This design comes from an exercise in tuning for small area on the open sky130 flow, not from production work.
Function was checked by simulation only, so behaviour that the tests miss may differ from the original.
Power figures rest on the tool's default switching activity, not on a simulated workload.

**flow/config.mk**
```make
export PLATFORM = sky130hd
export DESIGN_NAME = drover
export DESIGN_NICKNAME = drover
export VERILOG_FILES = /design/flow/design.v
export SDC_FILE = /design/flow/constraint.sdc
export NUM_CORES = 4
export LEC_CHECK = 0
export ABC_AREA = 1
export CAP_MARGIN = 20
export CORE_MARGIN = 2
export CORE_UTILIZATION = 25
export PLACE_DENSITY = 0.4
export SLEW_MARGIN = 20
```
**flow/run.sh**
```bash
#!/bin/bash
# synth_recipe.tcl (not shown) runs the flow's synth.tcl, then flattens the netlist and writes it again
# the make line also repeats each setting of config.mk as NAME=value (left out here)
make -C /OpenROAD-flow-scripts/flow DESIGN_CONFIG=/design/flow/config.mk WORK_HOME=/design/flow/orfs CLKGATE_MAP_FILE= SYNTH_SCRIPT=/design/flow/synth_recipe.tcl finish
```
**flow/design.v**
```verilog
module drover (
    input  logic        clk,
    input  logic        rst,             
    input  logic [6:0]  cfg_last,
    input  logic [6:0]  cfg_wrap_top,
    input  logic [6:0]  cfg_wrap_bottom,
    input  logic [5:0]  cfg_drive_count,   
    input  logic [3:0]  cfg_fix_count,     
    input  logic [2:0]  cfg_cue_count,     
    input  logic [5:0]  cfg_sense_count,   
    input  logic [3:0]  cfg_cue_pat1,
    input  logic [3:0]  cfg_cue_pat2,
    input  logic [3:0]  cfg_cue_pat3,
    input  logic [3:0]  cfg_dwell_n,
    input  logic        cfg_in_dir,
    input  logic        cfg_out_dir,
    input  logic [5:0]  cfg_in_frame,      
    input  logic [5:0]  cfg_out_frame,     
    input  logic        cfg_autopush,
    input  logic        cfg_autopull,
    input  logic [3:0]  cfg_frame,
    input  logic [15:0] cfg_edge_arm,      
    input  logic        cfg_bad_safe,
    input  logic [17:0] cfg_xpre,
    input  logic [17:0] cfg_ypre,
    input  logic [17:0] cfg_tper,
    input  logic [1:0]  ctrl,
    input  logic        wr_en,
    input  logic [2:0]  wr_word,
    input  logic [17:0] wr_data,
    input  logic [2:0]  rd_word,
    input  logic        rd_sched,
    output logic [17:0] rd_data,
    output logic [6:0]  imem_addr,
    input  logic [17:0] imem_data,
    input  logic [31:0] sense,
    input  logic        test_pin,
    output logic [31:0] drive_lvl,
    output logic [31:0] drive_oe,
    output logic [7:0]  fix_lvl,
    output logic [7:0]  fix_oe,
    output logic [3:0]  cue_lvl,
    output logic [3:0]  cue_oe,
    output logic        safe,
    output logic [1:0]  state,
    output logic [3:0]  cause,
    output logic [7:0]  flags,
    output logic [17:0] rx_overrun
);
    localparam logic [1:0] S_OFF = 2'd0, S_RUN = 2'd1, S_STOPPED = 2'd2, S_FAULT = 2'd3;
    localparam logic [1:0] Q_GOOD = 2'b00, Q_HELD = 2'b01, Q_FORCED = 2'b10, Q_BAD = 2'b11;
    localparam logic [3:0] OP_BR = 4'h0, OP_HOLD = 4'h1, OP_SHIN = 4'h2, OP_SHOUT = 4'h3,
                           OP_LATCH = 4'h4, OP_TAKE = 4'h5, OP_COPY = 4'h6, OP_PUT = 4'h7,
                           OP_STEP = 4'h8, OP_EDGE = 4'h9, OP_FLAG = 4'hA, OP_HALT = 4'hB;
    localparam logic [1:0] CTRL_STOP = 2'd1, CTRL_RUN = 2'd2, CTRL_RESTART = 2'd3;
    logic [1:0]  st_q;
    logic [3:0]  cause_q;
    logic [6:0]  pc_q;
    logic [17:0] x_q, y_q, t_q, cnt_q;
    logic [17:0] xpre_q, ypre_q, tper_q;
    logic [35:0] sin_q, sout_q;
    logic [5:0]  sin_fill_q, sout_left_q;
    logic [3:0]  dwell_q;
    logic [17:0] txd0_q, txd1_q;
    logic        txnew_q;
    logic [1:0]  txq_q;
    logic [15:0] rxd0_q, rxd1_q;
    logic [1:0]  rxq_q;
    logic        rx_unread_q;
    logic [17:0] overrun_q;
    logic [15:0] emode_q;
    logic [7:0]  eflag_q, last_q;
    logic        override_q;
    logic [31:0] drive_lvl_q, drive_oe_q;
    logic [7:0]  fix_lvl_q, fix_oe_q;
    logic [3:0]  cue_q;
    logic [7:0]  flags_q;
    logic [1:0]  st_d;
    logic [3:0]  cause_d;
    logic [6:0]  pc_d;
    logic [17:0] x_d, y_d, t_d, cnt_d;
    logic [17:0] xpre_d, ypre_d, tper_d;
    logic [35:0] sin_d, sout_d;
    logic [5:0]  sin_fill_d, sout_left_d;
    logic [3:0]  dwell_d;
    logic [17:0] txd0_d, txd1_d;
    logic        txnew_d;
    logic [1:0]  txq_d;
    logic [15:0] rxd0_d, rxd1_d;
    logic [1:0]  rxq_d;
    logic        rx_unread_d;
    logic [17:0] overrun_d;
    logic [15:0] emode_d;
    logic [7:0]  eflag_d, last_d;
    logic        override_d;
    logic [31:0] drive_lvl_d, drive_oe_d;
    logic [7:0]  fix_lvl_d, fix_oe_d;
    logic [3:0]  cue_d;
    logic [7:0]  flags_d;
    logic [31:0] sense_mask, drive_mask;
    logic [7:0]  fix_mask;
    logic [3:0]  cue_mask;
    logic [7:0]  edge_mask;
    logic [5:0]  n_edges;
    always_comb begin
        sense_mask = (cfg_sense_count >= 6'd32) ? 32'hFFFF_FFFF : ((32'd1 << cfg_sense_count) - 32'd1);
        drive_mask = (cfg_drive_count >= 6'd32) ? 32'hFFFF_FFFF : ((32'd1 << cfg_drive_count) - 32'd1);
        fix_mask   = (cfg_fix_count >= 4'd8) ? 8'hFF : ((8'd1 << cfg_fix_count) - 8'd1);
        cue_mask   = (cfg_cue_count >= 3'd4) ? 4'hF : ((4'd1 << cfg_cue_count) - 4'd1);
        n_edges    = (cfg_sense_count < 6'd8) ? cfg_sense_count : 6'd8;
        edge_mask  = (n_edges >= 6'd8) ? 8'hFF : ((8'd1 << n_edges) - 8'd1);
    end
    logic [3:0]  op;
    logic [1:0]  cue_sel;
    logic        dwell_bit;
    logic [10:0] args;
    logic        done;           
    logic        jump;           
    logic [6:0]  jump_pc;
    logic        faulted;
    logic        t_written;
    logic        cond;
    logic        hold_v;
    logic [2:0]  what;
    logic [5:0]  n;
    logic [36:0] nmask37;
    logic [35:0] nmask;
    logic [35:0] src36;
    logic [35:0] v36;
    logic [35:0] rest36;
    logic [31:0] pinmask;
    logic [31:0] pinval;
    logic [17:0] v18;
    logic [35:0] rev36;
    logic [17:0] rev18;
    logic [31:0] rev32;
    logic [31:0] wmask;
    logic [6:0]  sum7;
    logic [17:0] imm18;
    logic [31:0] edata;
    logic        do_latch, do_take;
    logic [1:0]  latch_qual;
    logic        latch_drop, latch_keep, take_onlynew;
    logic [1:0]  st_before;
    logic [1:0]  q0, q1;
    assign op        = imem_data[17:14];
    assign cue_sel   = imem_data[13:12];
    assign dwell_bit = imem_data[11];
    assign args      = imem_data[10:0];
    always_comb begin
        st_d = st_q;           cause_d = cause_q;       pc_d = pc_q;
        x_d = x_q;             y_d = y_q;               t_d = t_q;          cnt_d = cnt_q;
        xpre_d = xpre_q;       ypre_d = ypre_q;         tper_d = tper_q;
        sin_d = sin_q;         sout_d = sout_q;
        sin_fill_d = sin_fill_q;  sout_left_d = sout_left_q;
        dwell_d = dwell_q;
        txd0_d = txd0_q;       txd1_d = txd1_q;         txnew_d = txnew_q;  txq_d = txq_q;
        rxd0_d = rxd0_q;       rxd1_d = rxd1_q;         rxq_d = rxq_q;
        rx_unread_d = rx_unread_q;  overrun_d = overrun_q;
        emode_d = emode_q;     eflag_d = eflag_q;       last_d = last_q;
        override_d = override_q;
        drive_lvl_d = drive_lvl_q;  drive_oe_d = drive_oe_q;
        fix_lvl_d = fix_lvl_q;      fix_oe_d = fix_oe_q;
        cue_d = cue_q;         flags_d = flags_q;
        done = 1'b0;  jump = 1'b0;  jump_pc = 7'd0;  faulted = 1'b0;  t_written = 1'b0;
        cond = 1'b0;  hold_v = 1'b0;  what = 3'd0;  n = 6'd0;
        nmask37 = 37'd0;  nmask = 36'd0;  src36 = 36'd0;  v36 = 36'd0;  rest36 = 36'd0;
        pinmask = 32'd0;  pinval = 32'd0;  v18 = 18'd0;
        rev36 = 36'd0;  rev18 = 18'd0;  rev32 = 32'd0;  wmask = 32'd0;  sum7 = 7'd0;
        imm18 = 18'd0;  edata = 32'd0;
        do_latch = 1'b0;  do_take = 1'b0;
        latch_qual = 2'd0;  latch_drop = 1'b0;  latch_keep = 1'b0;  take_onlynew = 1'b0;
        q0 = 2'd0;  q1 = 2'd0;
        st_before = st_q;
        if (ctrl == CTRL_RESTART && st_d != S_OFF) begin
            st_d = S_RUN;  cause_d = 4'd0;  pc_d = 7'd0;
            x_d = xpre_q;  y_d = ypre_q;
            sin_d = 36'd0;  sout_d = 36'd0;  sin_fill_d = 6'd0;  sout_left_d = 6'd0;
            t_d = (tper_q != 18'd0) ? tper_q - 18'd1 : 18'd0;
            emode_d = cfg_edge_arm;  eflag_d = 8'd0;
            dwell_d = 4'd0;
        end else if (ctrl == CTRL_RUN && st_d == S_STOPPED) begin
            st_d = S_RUN;  cause_d = 4'd0;
        end
        if (wr_en) begin
            case (wr_word)
                3'd0: begin txd0_d = wr_data; txnew_d = 1'b1; end
                3'd1: begin txd1_d = wr_data; txnew_d = 1'b1; end
                3'd2: if (!wr_data[16]) xpre_d = {2'b00, wr_data[15:0]};
                3'd3: if (!wr_data[16]) ypre_d = {2'b00, wr_data[15:0]};
                3'd4: if (!wr_data[16]) tper_d = {2'b00, wr_data[15:0]};
                3'd6: if (!wr_data[16]) eflag_d = eflag_d & ~wr_data[7:0];
                default: ;
            endcase
        end
        if (rd_sched && rd_word == 3'd0)
            rx_unread_d = 1'b0;
        if (st_d == S_RUN) begin
            for (int i = 0; i < 8; i++) begin
                if (edge_mask[i]) begin
                    if (emode_d[2*i] && !last_d[i] && sense[i])
                        eflag_d[i] = 1'b1;
                    if (emode_d[2*i+1] && last_d[i] && !sense[i])
                        eflag_d[i] = 1'b1;
                    last_d[i] = sense[i];
                end
            end
            if (dwell_d != 4'd0) begin
                dwell_d = dwell_d - 4'd1;
            end else if (op >= 4'hC) begin
                faulted = 1'b1;
                st_d = S_FAULT;  cause_d = {2'b10, op[1:0]};  dwell_d = 4'd0;
            end else begin
                done = 1'b1;
                case (op)
                    OP_BR: begin
                        case (args[10:7])
                            4'd0:  cond = 1'b1;
                            4'd1:  cond = (x_d == 18'd0);
                            4'd2:  begin x_d = x_d - 18'd1; cond = (x_d != 18'd0); end
                            4'd3:  cond = (y_d == 18'd0);
                            4'd4:  begin y_d = y_d - 18'd1; cond = (y_d != 18'd0); end
                            4'd5:  cond = (x_d == y_d);
                            4'd6:  cond = test_pin;
                            4'd7:  cond = !test_pin;
                            4'd8:  cond = (sin_fill_d >= cfg_in_frame);
                            4'd9:  cond = (sout_left_d == 6'd0);
                            4'd10: cond = eflag_d[0];
                            4'd11: cond = eflag_d[1];
                            4'd12: cond = (t_d == 18'd0);
                            4'd13: cond = (txq_d == Q_BAD);
                            4'd14: cond = txnew_d;
                            default: cond = (x_d < y_d);
                        endcase
                        if (cond) begin
                            jump = 1'b1;  jump_pc = args[6:0];
                            if (args[10:7] == 4'd10) eflag_d[0] = 1'b0;
                            if (args[10:7] == 4'd11) eflag_d[1] = 1'b0;
                        end
                    end
                    OP_HOLD: begin
                        case (args[10:8])
                            3'd0: hold_v = sense[args[4:0]];
                            3'd1: hold_v = test_pin;
                            3'd2: hold_v = eflag_d[args[2:0]];
                            3'd3: hold_v = (t_d == 18'd0);
                            3'd4: hold_v = flags_q[args[2:0]];
                            3'd5: hold_v = (sin_fill_d >= cfg_in_frame);
                            3'd6: hold_v = (sout_left_d == 6'd0);
                            default: hold_v = 1'b0;
                        endcase
                        if (hold_v != args[7]) begin
                            done = 1'b0;
                        end else if (args[7]) begin
                            if (args[10:8] == 3'd2) eflag_d[args[2:0]] = 1'b0;
                            if (args[10:8] == 3'd4) flags_d[args[2:0]] = 1'b0;
                        end
                    end
                    OP_SHIN: begin
                        n = args[5:0];
                        nmask37 = (37'd1 << n) - 37'd1;
                        nmask = nmask37[35:0];
                        case (args[10:8])
                            3'd0: src36 = {4'd0, sense & sense_mask};
                            3'd1: src36 = {18'd0, x_d};
                            3'd2: src36 = {18'd0, y_d};
                            3'd3: src36 = 36'd0;
                            3'd4: src36 = {36{1'b1}};
                            3'd5: src36 = {18'd0, t_d};
                            3'd6: src36 = {28'd0, eflag_d};
                            default: src36 = {18'd0, cnt_d};
                        endcase
                        src36 = src36 & nmask;
                        if (!cfg_in_dir)
                            sin_d = (sin_d << n) | src36;
                        else
                            sin_d = (sin_d >> n) | (src36 << (6'd36 - n));
                        sin_fill_d = ({1'b0, sin_fill_d} + {1'b0, n} >= 7'd36) ? 6'd36 : sin_fill_d + n;
                    end
                    OP_SHOUT: begin
                        n = args[5:0];
                        nmask37 = (37'd1 << n) - 37'd1;
                        nmask = nmask37[35:0];
                        if (!cfg_out_dir) begin
                            v36 = (sout_d >> (6'd36 - n)) & nmask;
                            rest36 = sout_d << n;
                        end else begin
                            v36 = sout_d & nmask;
                            rest36 = sout_d >> n;
                        end
                        if (args[10:8] == 3'd6 && v36[6:0] > cfg_last) begin
                            faulted = 1'b1;  done = 1'b0;
                            st_d = S_FAULT;  cause_d = 4'd4;  dwell_d = 4'd0;
                        end else begin
                            sout_d = rest36;
                            sout_left_d = (sout_left_d > n) ? sout_left_d - n : 6'd0;
                            pinmask = drive_mask & nmask[31:0];
                            case (args[10:8])
                                3'd0: drive_lvl_d = (drive_lvl_d & ~pinmask) | (v36[31:0] & pinmask);
                                3'd1: x_d = v36[17:0];
                                3'd2: y_d = v36[17:0];
                                3'd4: drive_oe_d = (drive_oe_d & ~pinmask) | (v36[31:0] & pinmask);
                                3'd5: begin t_d = v36[17:0]; t_written = 1'b1; end
                                3'd6: begin jump = 1'b1; jump_pc = v36[6:0]; end
                                3'd7: cnt_d = v36[17:0];
                                default: ;    
                            endcase
                        end
                    end
                    OP_LATCH: begin
                        do_latch = 1'b1;
                        latch_qual = args[10:9];  latch_drop = args[8];  latch_keep = args[7];
                    end
                    OP_TAKE: begin
                        do_take = 1'b1;
                        take_onlynew = args[10];
                    end
                    OP_COPY: begin
                        case (args[5:3])
                            3'd0: src36 = {4'd0, sense & sense_mask};
                            3'd1: src36 = {18'd0, x_d};
                            3'd2: src36 = {18'd0, y_d};
                            3'd3: src36 = sin_d;
                            3'd4: src36 = sout_d;
                            3'd5: src36 = {18'd0, t_d};
                            3'd6: src36 = {18'd0, xpre_d};
                            default: src36 = {18'd0, ypre_d};
                        endcase
                        for (int i = 0; i < 36; i++) rev36[i] = src36[35-i];
                        for (int i = 0; i < 18; i++) rev18[i] = src36[17-i];
                        for (int i = 0; i < 32; i++) rev32[i] = src36[31-i];
                        case (args[10:8])
                            3'd0, 3'd6: begin
                                wmask = drive_mask;
                                case (args[7:6])
                                    2'd0: pinval = src36[31:0];
                                    2'd1: pinval = ~src36[31:0];
                                    2'd2: pinval = (cfg_drive_count >= 6'd32) ? rev32 : (rev32 >> (6'd32 - cfg_drive_count));
                                    default: pinval = 32'd0 - src36[31:0];
                                endcase
                                pinval = pinval & wmask;
                                if (args[10:8] == 3'd0)
                                    drive_lvl_d = (drive_lvl_d & ~wmask) | pinval;
                                else
                                    drive_oe_d = (drive_oe_d & ~wmask) | pinval;
                            end
                            3'd3, 3'd4: begin
                                case (args[7:6])
                                    2'd0: v36 = src36;
                                    2'd1: v36 = ~src36;
                                    2'd2: v36 = rev36;
                                    default: v36 = 36'd0 - src36;
                                endcase
                                if (args[10:8] == 3'd3) begin
                                    sin_d = v36;  sin_fill_d = 6'd36;
                                end else begin
                                    sout_d = v36;  sout_left_d = cfg_out_frame;
                                end
                            end
                            default: begin
                                case (args[7:6])
                                    2'd0: v18 = src36[17:0];
                                    2'd1: v18 = ~src36[17:0];
                                    2'd2: v18 = rev18;
                                    default: v18 = 18'd0 - src36[17:0];
                                endcase
                                case (args[10:8])
                                    3'd1: x_d = v18;
                                    3'd2: y_d = v18;
                                    3'd5: begin t_d = v18; t_written = 1'b1; end
                                    default: cnt_d = v18;
                                endcase
                            end
                        endcase
                    end
                    OP_PUT: begin
                        case (args[10:8])
                            3'd0: fix_lvl_d = (fix_lvl_d & ~fix_mask) | (args[7:0] & fix_mask);
                            3'd1: x_d = {10'd0, args[7:0]};
                            3'd2: y_d = {10'd0, args[7:0]};
                            3'd3: fix_oe_d = (fix_oe_d & ~fix_mask) | (args[7:0] & fix_mask);
                            3'd4: begin t_d = {10'd0, args[7:0]}; t_written = 1'b1; end
                            3'd5: cnt_d = {10'd0, args[7:0]};
                            default: ;
                        endcase
                    end
                    OP_STEP: begin
                        imm18 = {{9{args[8]}}, args[8:0]};
                        case (args[10:9])
                            2'd0: x_d = x_d + imm18;
                            2'd1: y_d = y_d + imm18;
                            2'd2: begin t_d = t_d + imm18; t_written = 1'b1; end
                            default: cnt_d = cnt_d + imm18;
                        endcase
                    end
                    OP_EDGE: begin
                        for (int i = 0; i < 8; i++) begin
                            if (args[i]) begin
                                case (args[10:8])
                                    3'd0: eflag_d[i] = 1'b0;
                                    3'd1: emode_d[2*i +: 2] = 2'd0;
                                    3'd2: begin emode_d[2*i +: 2] = 2'd1; eflag_d[i] = 1'b0; end
                                    3'd3: begin emode_d[2*i +: 2] = 2'd2; eflag_d[i] = 1'b0; end
                                    3'd4: begin emode_d[2*i +: 2] = 2'd3; eflag_d[i] = 1'b0; end
                                    default: ;
                                endcase
                            end
                        end
                    end
                    OP_FLAG: begin
                        case (args[10:9])
                            2'd0: flags_d[args[2:0]] = 1'b1;
                            2'd1: flags_d[args[2:0]] = 1'b0;
                            2'd2: flags_d[args[2:0]] = ~flags_q[args[2:0]];
                            default: ;
                        endcase
                    end
                    default: ;
                endcase
                if (!faulted) begin
                    if (op != OP_LATCH && cfg_autopush && sin_fill_d >= cfg_in_frame) begin
                        do_latch = 1'b1;
                        latch_qual = 2'd0;  latch_drop = 1'b0;  latch_keep = 1'b0;
                    end
                    if (do_latch) begin
                        if (!latch_drop) begin
                            edata = cfg_in_dir ? sin_d[35:4] : sin_d[31:0];
                            if (rx_unread_d && overrun_d != 18'h3FFFF)
                                overrun_d = overrun_d + 18'd1;
                            rxd0_d = edata[15:0];  rxd1_d = edata[31:16];
                            rxq_d = latch_qual;  rx_unread_d = 1'b1;
                        end
                        if (!latch_keep) begin
                            sin_d = 36'd0;  sin_fill_d = 6'd0;
                        end
                    end
                    if (op != OP_TAKE && cfg_autopull && sout_left_d == 6'd0) begin
                        do_take = 1'b1;  take_onlynew = 1'b1;
                    end
                    if (do_take && !(take_onlynew && !txnew_d)) begin
                        if (!cfg_out_dir)
                            sout_d = {txd1_d[15:0], txd0_d[15:0], cfg_frame};
                        else
                            sout_d = {cfg_frame, txd1_d[15:0], txd0_d[15:0]};
                        sout_left_d = cfg_out_frame;
                        q0 = txd0_d[17:16];  q1 = txd1_d[17:16];
                        if (q0 == Q_BAD || q1 == Q_BAD)        txq_d = Q_BAD;
                        else if (q0 == Q_HELD || q1 == Q_HELD)  txq_d = Q_HELD;
                        else if (q0 == Q_FORCED || q1 == Q_FORCED) txq_d = Q_FORCED;
                        else                                    txq_d = Q_GOOD;
                        txnew_d = 1'b0;
                        if (txq_d == Q_BAD) begin
                            if (cfg_bad_safe) override_d = 1'b1;
                        end else begin
                            override_d = 1'b0;
                        end
                    end
                    case (cue_sel)
                        2'd1: cue_d = cfg_cue_pat1;
                        2'd2: cue_d = cfg_cue_pat2;
                        2'd3: cue_d = cfg_cue_pat3;
                        default: ;
                    endcase
                    if (done) begin
                        if (jump)
                            pc_d = jump_pc;
                        else if (pc_d == cfg_wrap_top)
                            pc_d = cfg_wrap_bottom;
                        else
                            pc_d = pc_d + 7'd1;
                        if (dwell_bit) dwell_d = cfg_dwell_n;
                        if (op == OP_HALT) begin
                            st_d = S_STOPPED;  cause_d = 4'd1;
                        end
                    end
                end
            end
        end
        if (st_d != S_OFF && !t_written) begin
            if (t_d == 18'd0)
                t_d = (tper_d != 18'd0) ? tper_d - 18'd1 : 18'd0;
            else
                t_d = t_d - 18'd1;
        end
        if (ctrl == CTRL_STOP && st_before == S_RUN && st_d != S_FAULT) begin
            st_d = S_STOPPED;  cause_d = 4'd2;
        end
    end
    always_ff @(posedge clk) begin
        if (rst) begin
            st_q <= S_RUN;         cause_q <= 4'd0;        pc_q <= 7'd0;
            x_q <= cfg_xpre;       y_q <= cfg_ypre;        cnt_q <= 18'd0;
            t_q <= (cfg_tper != 18'd0) ? cfg_tper - 18'd1 : 18'd0;
            xpre_q <= cfg_xpre;    ypre_q <= cfg_ypre;     tper_q <= cfg_tper;
            sin_q <= 36'd0;        sout_q <= 36'd0;
            sin_fill_q <= 6'd0;    sout_left_q <= 6'd0;
            dwell_q <= 4'd0;
            txd0_q <= 18'd0;       txd1_q <= 18'd0;        txnew_q <= 1'b0;    txq_q <= Q_GOOD;
            rxd0_q <= 16'd0;       rxd1_q <= 16'd0;        rxq_q <= Q_BAD;
            rx_unread_q <= 1'b0;   overrun_q <= 18'd0;
            emode_q <= cfg_edge_arm;  eflag_q <= 8'd0;     last_q <= 8'd0;
            override_q <= 1'b0;
            drive_lvl_q <= 32'd0;  drive_oe_q <= 32'd0;
            fix_lvl_q <= 8'd0;     fix_oe_q <= 8'd0;
            cue_q <= cfg_cue_pat1; flags_q <= 8'd0;
        end else begin
            st_q <= st_d;          cause_q <= cause_d;     pc_q <= pc_d;
            x_q <= x_d;            y_q <= y_d;             t_q <= t_d;         cnt_q <= cnt_d;
            xpre_q <= xpre_d;      ypre_q <= ypre_d;       tper_q <= tper_d;
            sin_q <= sin_d;        sout_q <= sout_d;
            sin_fill_q <= sin_fill_d;  sout_left_q <= sout_left_d;
            dwell_q <= dwell_d;
            txd0_q <= txd0_d;      txd1_q <= txd1_d;       txnew_q <= txnew_d; txq_q <= txq_d;
            rxd0_q <= rxd0_d;      rxd1_q <= rxd1_d;       rxq_q <= rxq_d;
            rx_unread_q <= rx_unread_d;  overrun_q <= overrun_d;
            emode_q <= emode_d;    eflag_q <= eflag_d;     last_q <= last_d;
            override_q <= override_d;
            drive_lvl_q <= drive_lvl_d;  drive_oe_q <= drive_oe_d;
            fix_lvl_q <= fix_lvl_d;      fix_oe_q <= fix_oe_d;
            cue_q <= cue_d;        flags_q <= flags_d;
        end
    end
    logic [1:0] q_reg, q_rx;
    always_comb begin
        if (st_q == S_FAULT) begin
            q_reg = Q_BAD;  q_rx = Q_BAD;
        end else if (st_q == S_RUN) begin
            q_reg = Q_GOOD;
            if (rxq_q == Q_BAD)                     q_rx = Q_BAD;
            else if (rxq_q == Q_HELD || !rx_unread_q) q_rx = Q_HELD;
            else                                    q_rx = rxq_q;
        end else begin
            q_reg = Q_HELD;
            q_rx  = (rxq_q == Q_BAD) ? Q_BAD : Q_HELD;
        end
        case (rd_word)
            3'd0: rd_data = {q_rx, rxd0_q};
            3'd1: rd_data = {q_rx, rxd1_q};
            3'd2: rd_data = {q_reg, x_q[15:0]};
            3'd3: rd_data = {q_reg, y_q[15:0]};
            3'd4: rd_data = {q_reg, t_q[15:0]};
            3'd5: rd_data = {Q_GOOD, st_q, pc_q, txq_q, txnew_q, rx_unread_q, override_q, 2'b00};
            3'd6: rd_data = {q_reg, last_q, eflag_q};
            default: rd_data = {q_reg, cnt_q[15:0]};
        endcase
    end
    assign imem_addr  = pc_q;
    assign drive_lvl  = drive_lvl_q;
    assign drive_oe   = drive_oe_q;
    assign fix_lvl    = fix_lvl_q;
    assign fix_oe     = fix_oe_q;
    assign cue_oe     = (st_q == S_RUN || st_q == S_STOPPED) ? cue_mask : 4'd0;
    assign cue_lvl    = cue_q & cue_oe;
    assign safe       = (st_q == S_FAULT) || override_q;
    assign state      = st_q;
    assign cause      = cause_q;
    assign flags      = flags_q;
    assign rx_overrun = overrun_q;
endmodule
```
**flow/constraint.sdc**
```tcl
create_clock -name core_clock -period 12.0 [get_ports {clk}]
set_input_delay 2.4000 -clock core_clock [delete_from_list [all_inputs] [get_ports {clk}]]
set_output_delay 2.4000 -clock core_clock [all_outputs]
set_load 0.01 [all_outputs]
```
==> run notes <==
layout by cell type, fill, tap and decap left out, drive strengths merged, types with 217 or more instances in the layout:
cell type / instances
clkdlybuf4s50: 363
nor2: 954
nand2: 3111
dfxtp: 440
buf: 292
a21oi: 731
nand3: 748
o211ai: 217
inv: 1084
o21ai: 1234
how the worst max path moves through the flow:
stage,cells past startpoint,endpoint,slack (ns),start
2_1_floorplan,43,sout_q[5]$_SDFF_PP0_,3.17,imem_data[0]
3_3_place_gp,34,sout_q[24]$_SDFF_PP0_,1.04,ctrl[1]
4_1_cts,32,sout_q[25]$_SDFF_PP0_,2.13,ctrl[1]
3_5_place_dp,32,sout_q[25]$_SDFF_PP0_,1.36,ctrl[1]
5_1_grt,32,sout_q[25]$_SDFF_PP0_,1.51,ctrl[1]
6_report,32,sout_q[25]$_SDFF_PP0_,1.59,ctrl[1]
cell type report:
class	instances	area, um2
sequential	444	8930
inverter	1108	4170
timing repair buffer	656	5960
clock buffer	92	1970
multi-input combinational	8300	41600
antenna	42	105
tap	2992	3740
fill	26200	158000
clock inverter	34	500
worst reg2reg max path: cells and delay by family (launching register included):
kind / cells / cell delay [ns]
adder cells (fa/ha/maj): 2 / 0.60
buffers and inverters: 8 / 2.38
AND/OR/NAND/NOR: 15 / 3.73
AO/OA/AOI/OAI: 9 / 1.80
flip-flops: 1 / 0.57
stage by stage:
| stage | power, mW | cell area (um2) | instances | hold WS [ns] | util |
|---|---|---|---|---|---|
| floorplan | 4.34 | 56800 | 10400 | 0.429 | - |
| detailed placement | 6.70 | 64400 | 13500 | 0.441 | 0.286 |
| global route | 9.49 | 66900 | 13600 | 0.460 | 0.297 |
| global placement | 6.73 | 64300 | 13500 | 0.436 | 0.286 |
| finish | 9.25 | 67000 | 13700 | 0.451 | 0.297 |
| CTS | 9.05 | 66800 | 13600 | 0.454 | 0.297 |
power by group through the flow:
| stage | logic, mW | registers (mW) | clock network, mW |
|---|---|---|---|
| finish | 5.14 | 1.78 | 2.33 |
| global route | 5.32 | 1.78 | 2.40 |
| CTS | 4.92 | 1.77 | 2.36 |
| detailed placement | 4.90 | 1.80 | 0 |
| global placement | 4.93 | 1.80 | 0 |
| floorplan | 2.60 | 1.73 | 0 |
kinds of logic (layout without fill, tap and decap cells):
family / count (synthesis) / count (layout)
AO/OA/AOI/OAI: 2792 / 2792
buffers and inverters: 1696 / 1890
XOR/XNOR: 153 / 153
AND/OR/NAND/NOR: 5152 / 5152
multiplexers: 36 / 36
flip-flops: 444 / 444
adder cells (fa/ha/maj): 167 / 167
other: 0 / 42
per-layer routing:
layer / global-route usage / wire [um] / vias up
met4: 0.320 / 45800 / 40
met1: 0.544 / 212000 / 39900
met5: 0 / 268 / -
li1: - / - / 35400
met2: 0.638 / 218000 / 5113
met3: 0.109 / 49000 / 1292
==> impl_metrics.tcl <==
set metrics [dict create \
    status "finished clean" \
    cp-start-kind "primary input" \
    pwr-share-comb 0.556 \
    ff2ff_path_depth 34 \
    cts_resized 0 \
    yosysTopAreaCellShare 0.203 \
    tns_ns 0 \
    grt_max_degree 125 \
    period_minus_slack_ns 10.41 \
    whs_path_depth 2 \
    drive_gt1_frac 0.0624 \
    switching_share 0.544 \
    synth_edf_count 4 \
    p_int_mw 4.22 \
    grt_use_total 0.433 \
    maxCapViolCount 0 \
    cp_num_buf_inv 7 \
    clock_path_buffers 3 \
    reg2reg_slack_ns 2.75 \
    slowest_delay_ns 0.68 \
    fin_ws_ns 1.59 \
    reg2reg_from "st_q[1]$_SDFF_PP0_" \
    synth_area_leader_cell "nand2_1" \
    synth_ff_type "dfxtp_1" \
    synth.distinct_cells 83 \
    die_y_um 481 \
    nets 11000 \
    synth.mux.area_fraction 0.00641 \
    reg2reg_to "sout_q[25]$_SDFF_PP0_" \
    dp_hpwl_um 426000 \
    slew_viol_final 0 \
    relSlewSlack 0.0887 \
    ant_nets 0 \
    start_util 0.252 \
    drc 0 \
    finalWeightedCongestion 1.08 \
    hold_class "flip-flop to flip-flop" \
    setup_viol 0 \
    drt_iter0_markers 11400 \
    viasPerCell 5.98 \
    ios 374 \
    clk_pin_slew_ns 0.06 \
    p_leak_nw 29.6 \
    grt_pass1_vias 73900 \
    synth_commonest_cells "3074 x nand2_1, 1131 x o21ai_0, 1049 x inv_1" \
    powerDensity_mw_per_mm2 138 \
    yosys.area_share.adder 0.0376 \
    end_kind "flip-flop" \
    dr.pass1.iters 8 \
    synth_cells 10400 \
    path_class "primary input to flip-flop" \
    cp_top_family "simple AND/OR/NAND/NOR gates" \
    ir_worst_vdd_v 0.000111 \
    port_buffers 373 \
    wl_per_cell_um 38.4 \
    async_flop_share 0 \
    cts-hold-fix-buffers 0 \
    core_mm2 0.225 \
    cts_root_buf "clkbuf_16" \
    synth_area_per_cell_um2 5.44 \
    post_cts_buffers 0 \
    post-place-ws_ns 1.36 \
    clock_latency_ns 0.77 \
    antenna_found_initial 60 \
    worstPathMaxFanout 62 \
    h-tree-depth 3 \
    cp_common_cell "nand2_1" \
    yosys_warnings 1 \
    seq_power_share 0.192 \
    die-width_um 481 \
    grt_pass1_wl_um 684000 \
    rows 174 \
    p_switching_mw 5.03 \
    grt_setup_unrepaired "no" \
    area_growth_pct 17.9 \
    cp.arrival_ns 10.98 \
    timing.final.crit_share 0.867 \
    overflow 0 \
    synth-simple-area-share 0.376 \
    synth_top_family_by_area "simple AND/OR/NAND/NOR gates" \
    post-synth-top-count-cell "nand2_1" \
    drt_wl_total_um 525000 \
    fp.dieArea_mm2 0.231 \
    required_ns 12.58 \
    synth-compound-area-share 0.284 \
    vias 81800 \
    fin_skew_ns 0.0516 \
    synth_seq_cells 444 \
    fmax_mhz 96.1 \
    cts.sinks 444 \
    pwr-share-clk 0.252 \
    synth-seq-area-share 0.157 \
    synthXorXnorAreaFrac 0.0236 \
    netlist_area_mm2 0.0568 \
    synth_nets 10800 \
    worstMarginPinSlew_ns 1.37 \
    synth_area_leaders "nand2_1 20%, dfxtp_1 16%, o21ai_0 10%" \
    hold_violations 0 \
    cts_tree "built" \
    cpMaxStageDelayCell "nor2_1" \
    cts_buffers 70 \
]

-- static timing again, ports no longer ideal --
The flow's constraints put no driver on any port. The routed layout listed below was extracted and timed again, unchanged, in two steps.
Step 1 sets driving cells, clkbuf_16 on the clock port and buf_2 on the other inputs (assumed; they add their load-dependent delay and slew).
Step 2 also shifts input and output timing later by t, the mid clock arrival at the registers, as if the neighbouring blocks saw the same clock.
a / b / c = ideal / step 1 / step 2; a / b = the first two.
shift t [ns]: 0.845
slack for setup (ns): 1.595 / 1.675 / 0.831
slew at the worst register clock pin (ns): 0.07 / 0.07
pins driven straight from the clock port: 1
After both steps setup and hold are still met in this run. For this run, drivers alone change the setup slack by +0.080 ns; drivers and shift together by -0.764 ns.
